Background: an optimization exercise with open tools, aiming at small area and a short achievable clock period. Do not read the settings as production practice.
Function was checked by simulation only, so behaviour that the tests miss may differ from the original.

==> inputs of v19 <==
## bobbin
module bobbin (
    input  wire        clk,
    input  wire        rst,           
    input  wire        restart,       
    input  wire        snag_release,  
    input  wire [10:0] prog_len,      
    input  wire [23:0] wdog_limit,    
    input  wire [4:0]  self_id,       
    input  wire [31:0] time_ns,       
    input  wire [14:0] ev_in,         
    input  wire        tick_us,       
    output wire [9:0]  imem_addr,
    input  wire [31:0] imem_data,
    output wire [11:0] dmem_addr,
    output wire        dmem_re,
    output wire [3:0]  dmem_we,
    output wire [31:0] dmem_wdata,
    input  wire [31:0] dmem_rdata,
    output wire [6:0]  port_addr,
    output wire        port_re,
    output wire        port_we,
    output wire [31:0] port_wdata,
    input  wire [31:0] port_rdata,
    output wire [2:0]  state,
    output wire [1:0]  snag_code
);
    localparam [2:0] S_STOPPED = 3'd0, S_IDLE = 3'd2, S_RUN = 3'd3, S_SNAG = 3'd4;
    localparam [1:0] C_NONE = 2'd0, C_ILLEGAL = 2'd1, C_RANGE = 2'd2, C_WDOG = 2'd3;
    localparam [5:0] OP_NOP = 6'h01, OP_ADD = 6'h02, OP_SUB = 6'h03, OP_ADDS = 6'h04,
                     OP_SUBS = 6'h05, OP_AND = 6'h06, OP_OR = 6'h07, OP_XOR = 6'h08,
                     OP_SHL = 6'h09, OP_SHR = 6'h0A, OP_ASR = 6'h0B, OP_MUL = 6'h0C,
                     OP_MULH = 6'h0D, OP_MULHU = 6'h0E, OP_MULSH = 6'h0F, OP_DIVU = 6'h10,
                     OP_DIVS = 6'h11, OP_SQRTU = 6'h12, OP_MIN = 6'h13, OP_MAX = 6'h14,
                     OP_SLT = 6'h15, OP_SLTU = 6'h16, OP_ABS = 6'h17, OP_CLAMP = 6'h18,
                     OP_ADDI = 6'h19, OP_ANDI = 6'h1A, OP_ORI = 6'h1B, OP_XORI = 6'h1C,
                     OP_SHLI = 6'h1D, OP_SHRI = 6'h1E, OP_ASRI = 6'h1F, OP_LUI = 6'h20,
                     OP_LD = 6'h21, OP_LDH = 6'h22, OP_LDHU = 6'h23, OP_ST = 6'h24,
                     OP_STH = 6'h25, OP_LUT = 6'h26, OP_IN = 6'h27, OP_OUT = 6'h28,
                     OP_BEQ = 6'h29, OP_BNE = 6'h2A, OP_BLT = 6'h2B, OP_BGE = 6'h2C,
                     OP_BLTU = 6'h2D, OP_BGEU = 6'h2E, OP_JMP = 6'h2F, OP_CALL = 6'h30,
                     OP_RET = 6'h31, OP_WAIT = 6'h32, OP_END = 6'h33;
    reg [2:0]  state_q;
    reg [1:0]  code_q;
    reg [9:0]  pc_q;
    reg [31:0] regs [1:15];
    reg [15:0] pend_q;
    reg [15:0] wake_q;
    reg [31:0] timer_q;
    reg [23:0] wd_q;
    reg        mc_busy_q;
  ...
clock: 22.0 ns
lec_check: 0
abc_area: 1
cap_margin: 20
core_margin: 2
core_utilization: 40
place_density: 0.5
setup_slack_margin: 5
slew_margin: 20
tns_end_percent: 10
run.sh (not shown) runs the stock make flow with config.mk's settings and CLKGATE_MAP_FILE= SYNTH_SCRIPT=/design/flow/synth_recipe.tcl, a recipe that flattens the netlist after the stock synthesis.
==> inputs of v35, as changes to v19 <==
--- a/flow/design.v
+++ b/flow/design.v
@@ -1739,24 +1739,20 @@
     wire [31:0] uimm = {14'd0, imm18};
     wire [3:0]  q_idx = op[5] ? f_hi : f_lo;
     wire [31:0] P = (f_mid == 4'd0) ? 32'd0 : regs[f_mid];    
     wire [31:0] Q = (q_idx == 4'd0) ? 32'd0 : regs[q_idx];    
     wire [32:0] sum33, dif33;
-    wire [31:0] dP = (op == OP_DIVS) ? 32'd0 : P;    
-    bobbin_add #(33, 1) u_sum (.a({P[31], P}), .b({Q[31], Q}), .ci(1'b0), .s(sum33), .co());
-    bobbin_add #(33, 1) u_dif (.a({dP[31], dP}), .b(~{Q[31], Q}), .ci(1'b1), .s(dif33), .co());
+    bobbin_add #(33, 2) u_sum (.a({P[31], P}), .b({Q[31], Q}), .ci(1'b0), .s(sum33), .co());
+    bobbin_add #(33, 2) u_dif (.a({P[31], P}), .b(~{Q[31], Q}), .ci(1'b1), .s(dif33), .co());
     wire        lts   = dif33[32];                  
     wire        ltu   = dif33[32] ^ P[31] ^ Q[31];  
     wire        eq    = (P == Q);
     wire [31:0] ea;                                 
-    bobbin_add #(32, 1) u_ea (.a(P), .b(simm), .ci(1'b0), .s(ea), .co());
-    wire [31:0] mc_q;        
-    wire [31:0] neg_in = mc_busy_q ? mc_q : (op == OP_CLAMP) ? Q : P;
-    wire [31:0] neg_out;
-    bobbin_add #(32, 1) u_neg (.a(~neg_in), .b(32'd0), .ci(1'b1), .s(neg_out), .co());
-    wire [31:0] nP = neg_out;
-    wire [31:0] nQ = neg_out;
+    bobbin_add #(32, 2) u_ea (.a(P), .b(simm), .ci(1'b0), .s(ea), .co());
+    wire [31:0] nP, nQ;
+    bobbin_add #(32, 1) u_nP (.a(~P), .b(32'd0), .ci(1'b1), .s(nP), .co());
+    bobbin_add #(32, 1) u_nQ (.a(~Q), .b(32'd0), .ci(1'b1), .s(nQ), .co());
     function [31:0] sat33;
         input [32:0] v;
         begin
             if (v[32] != v[31])
                 sat33 = v[32] ? 32'h8000_0000 : 32'h7FFF_FFFF;
@@ -1767,16 +1763,16 @@
     wire is_lut  = (op == OP_LUT);
     wire mul_sgn = (op != OP_MULHU);
     wire [11:0] lut_base = imm18[11:0];
     wire [10:0] lut_hi;
     wire        lut_co;
-    bobbin_add #(11, 1) u_la (.a(lut_base[11:1]), .b({3'd0, P[15:8]}), .ci(1'b0), .s(lut_hi), .co(lut_co));
+    bobbin_add #(11, 2) u_la (.a(lut_base[11:1]), .b({3'd0, P[15:8]}), .ci(1'b0), .s(lut_hi), .co(lut_co));
     wire [12:0] lut_addr = {lut_co, lut_hi, lut_base[0]};
     wire [15:0] lut_t0   = dmem_rdata[15:0];
     wire [15:0] lut_t1   = dmem_rdata[31:16];
     wire [16:0] lut_d;
-    bobbin_add #(17, 1) u_ld (.a({lut_t1[15], lut_t1}), .b(~{lut_t0[15], lut_t0}), .ci(1'b1), .s(lut_d), .co());
+    bobbin_add #(17, 2) u_ld (.a({lut_t1[15], lut_t1}), .b(~{lut_t0[15], lut_t0}), .ci(1'b1), .s(lut_d), .co());
     wire [32:0] mB = is_lut ? {25'd0, P[7:0]} : {mul_sgn & P[31], P};
     wire [32:0] mA = is_lut ? {{16{lut_d[16]}}, lut_d} : {mul_sgn & Q[31], Q};
     wire [63:0] prod;
     bobbin_mul u_mul (.a(mA), .b(mB), .add_lo(is_lut ? lut_t0[14:0] : 15'd0),
                       .add_s(is_lut & lut_t0[15]), .p(prod));
@@ -1788,16 +1784,12 @@
                        is_shl  ? {1'b0, P[31:1]} : {32{is_asr & P[31]}};
     wire [31:0] flo  = is_mulf ? prod[31:0] :
                        is_shl  ? {P[0], 31'd0} : P;
     wire [4:0]  famt = is_mulf ? (is_lut ? 5'd8 : sh) :
                        is_shl  ? ~samt : samt;
-    wire [63:0] fx   = {fhi, flo};
-    wire [47:0] fw4  = famt[4] ? fx[63:16]  : fx[47:0];
-    wire [39:0] fw3  = famt[3] ? fw4[47:8]  : fw4[39:0];
-    wire [35:0] fw2  = famt[2] ? fw3[39:4]  : fw3[35:0];
-    wire [33:0] fw1  = famt[1] ? fw2[35:2]  : fw2[33:0];
-    wire [31:0] fout = famt[0] ? fw1[32:1]  : fw1[31:0];
+    wire [63:0] fsh  = {fhi, flo} >> famt;
+    wire [31:0] fout = fsh[31:0];
     reg  [31:0] sh_mask;
     integer k;
     always @(*)
         for (k = 0; k < 32; k = k + 1)
             sh_mask[k] = (k[4:0] >= sh);
@@ -1806,17 +1798,19 @@
                           {prod[63], {31{~prod[63]}}} : fout;
     wire        mc_start;
     wire        st_divs = (op == OP_DIVS);
     wire        st_sqrt = (op == OP_SQRTU);
     wire [31:0] div_a = (st_divs && P[31]) ? nP : P;
-    wire [31:0] div_b = (st_divs && Q[31]) ? dif33[31:0] : Q;
+    wire [31:0] div_b = (st_divs && Q[31]) ? nQ : Q;
+    wire [31:0] mc_q;        
     wire [15:0] mc_root;     
     bobbin_div u_div (
         .clk(clk), .start(mc_start), .sqrt_start(st_sqrt), .sqrt_q(mc_sqrt_q),
         .opa(div_a), .opb(div_b), .quotient(mc_q), .root(mc_root)
     );
-    wire [31:0] nq = neg_out;
+    wire [31:0] nq;
+    bobbin_add #(32, 1) u_nq (.a(~mc_q), .b(32'd0), .ci(1'b1), .s(nq), .co());
     wire [31:0] mc_result =
         mc_sqrt_q ? {16'd0, mc_root} :
         !mc_divs_q ? mc_q :
         mc_q[31] ? (mc_neg_q ? 32'h8000_0000 : 32'h7FFF_FFFF) :
         mc_neg_q ? nq : mc_q;
@@ -1871,10 +1865,14 @@
                     OP_ADDS:  wr_val = sat33(sum33);
                     OP_SUBS:  wr_val = sat33(dif33);
                     OP_AND:   wr_val = P & Q;
                     OP_OR:    wr_val = P | Q;
                     OP_XOR:   wr_val = P ^ Q;
+                    OP_SHL, OP_SHR, OP_ASR, OP_MUL:
+                              wr_val = fout;
+                    OP_MULH, OP_MULHU:
+                              wr_val = prod[63:32];
                     OP_MIN:   wr_val = lts ? P : Q;
                     OP_MAX:   wr_val = lts ? Q : P;
                     OP_SLT:   wr_val = {31'd0, lts};
                     OP_SLTU:  wr_val = {31'd0, ltu};
                     default:  wr_val = Q[31] ? 32'd0 : sum33[32] ? nQ :
@@ -1882,10 +1880,11 @@
                 endcase
             end
             OP_MULSH: begin
                 illegal = (ir[13:5] != 9'd0);
                 wr_en   = 1'b1;
+                wr_val  = mulsh_v;
             end
             OP_DIVU, OP_DIVS: begin
                 illegal = (ir[13:0] != 14'd0);
                 is_mc   = 1'b1;
             end
@@ -1903,10 +1902,11 @@
             OP_ORI:  begin wr_en = 1'b1; wr_val = P | uimm; end
             OP_XORI: begin wr_en = 1'b1; wr_val = P ^ uimm; end
             OP_SHLI, OP_SHRI, OP_ASRI: begin
                 illegal = (imm18[17:5] != 13'd0);
                 wr_en   = 1'b1;
+                wr_val  = fout;
             end
             OP_LUI: begin
                 illegal = (ir[21:16] != 6'd0);
                 wr_en   = 1'b1;
                 wr_val  = {imm16, 16'd0};
@@ -1925,10 +1925,11 @@
             OP_STH: bad_addr = bad_h;
             OP_LUT: begin
                 illegal  = (imm18[17:12] != 6'd0);
                 bad_addr = bad_lut;
                 wr_en    = 1'b1;
+                wr_val   = fout;
             end
             OP_IN: begin
                 illegal = (ir[21:8] != 14'd0) || !in_port_ok;
                 wr_en   = 1'b1;
                 if (portn == 8'h38)      wr_val = {27'd0, self_id};
@@ -2016,17 +2017,11 @@
     wire        wd_full;
     bobbin_add #(24, 0) u_wdi (.a(wd_q), .b(24'd0), .ci(1'b1), .s(wd_p1), .co(wd_full));
     wire [23:0] wd_inc = wd_full ? wd_q : wd_p1;
     wire        rf_we = (exec && wr_en) || mc_last;
     wire [3:0]  rf_wa = mc_last ? f_hi : wr_reg;
-    wire is_late = (op == OP_SHL) || (op == OP_SHR) || (op == OP_ASR) || (op == OP_MUL) ||
-                   (op == OP_MULH) || (op == OP_MULHU) || (op == OP_MULSH) || (op == OP_SHLI) ||
-                   (op == OP_SHRI) || (op == OP_ASRI) || is_lut;
-    wire is_mulhi = (op == OP_MULH) || (op == OP_MULHU);
-    wire [31:0] late_val = is_mulhi ? prod[63:32] : mulsh_v;
-    wire [31:0] early_val = mc_last ? mc_result : wr_val;
-    wire [31:0] rf_wd = (is_late && !mc_busy_q) ? late_val : early_val;
+    wire [31:0] rf_wd = mc_last ? mc_result : wr_val;
     integer i;
     always @(posedge clk) begin
         if (rst) begin
             for (i = 1; i < 16; i = i + 1)
                 regs[i] <= 32'd0;
Settings changed: CORE_UTILIZATION 40 to 30, PLACE_DENSITY 0.5 to 0.45, SETUP_SLACK_MARGIN 5 to default, TNS_END_PERCENT 10 to default.
==> results.txt <==
- Between v35 and v19, the lower area after synthesis is in v19 (gap 2.8%, measured against v19).
- Between v19 and v35, the lower utilization is in v35 (gap 11 points).
- Between v35 and v19, the lower count of clock-buffer cells in the layout is in v35 (gap 11).
- In v19 the worst setup slack is better than in v35, by 2.0 ns.
- Against v35, the die area of v19 is lower by 27%.
==> figures <==
item                                                                                   v19                     v35
Number of combinational gates with multiple inputs                                    9007                    9415
Layout net count                                                                     13370                   13840
Worst Hold End                                                     u_div.quo_q[21]$_DFF_P_  wake_q[0]$_SDFFE_PP0P_
Post-synthesis cell count                                                            12140                   12650
Std-Cell Core Area                                                              222700 um2              306100 um2
Synth top area share                                                                18.19%                  17.69%
DR vias/cell                                                                         6.452                   6.007
Number of antenna violations at the first check in global routing                       49                      61
Number of stages on the worst setup path                                                47                      50
Total via count after detailed routing                                               97980                  100800
Final design utilization                                                            45.02%                  33.72%
Mapped cell area                                                                 89780 um2               92320 um2
Status                                                                      finished clean          finished clean
Share of the final layout cell area in sequential cells                             19.79%                  19.22%

==> afterwards: timing with drivers on the ports <==
The flow's constraints put no driver on any port. The routed layouts listed below were extracted and timed again, unchanged, in two steps. Step 1: set_driving_cell puts a clkbuf_16 on clk and a buf_2 on each other input, an assumption about the parent block. Step 2 also shifts input and output timing later by t, the mid clock arrival at the registers, as if the neighbouring blocks saw the same clock. Slacks: no drivers / after step 1 / after step 2; pairs: no drivers / after step 1.
| run | shift t [ns] | setup WS [ns] | slew at the worst register clock pin (ns) | worst data-port slew with drivers (ns) |
|---|---|---|---|---|
| v19 | 0.873 | 5.064 / 5.006 / 4.180 | 0.08 / 0.08 | 0.32 |
| v35 | 0.807 | 3.039 / 3.106 / 2.299 | 0.07 / 0.07 | 0.20 |
After both steps every run listed still meets setup and hold. The setup slack of v19, which loses most, moves by -0.058 ns with the drivers and by -0.884 ns with both steps.
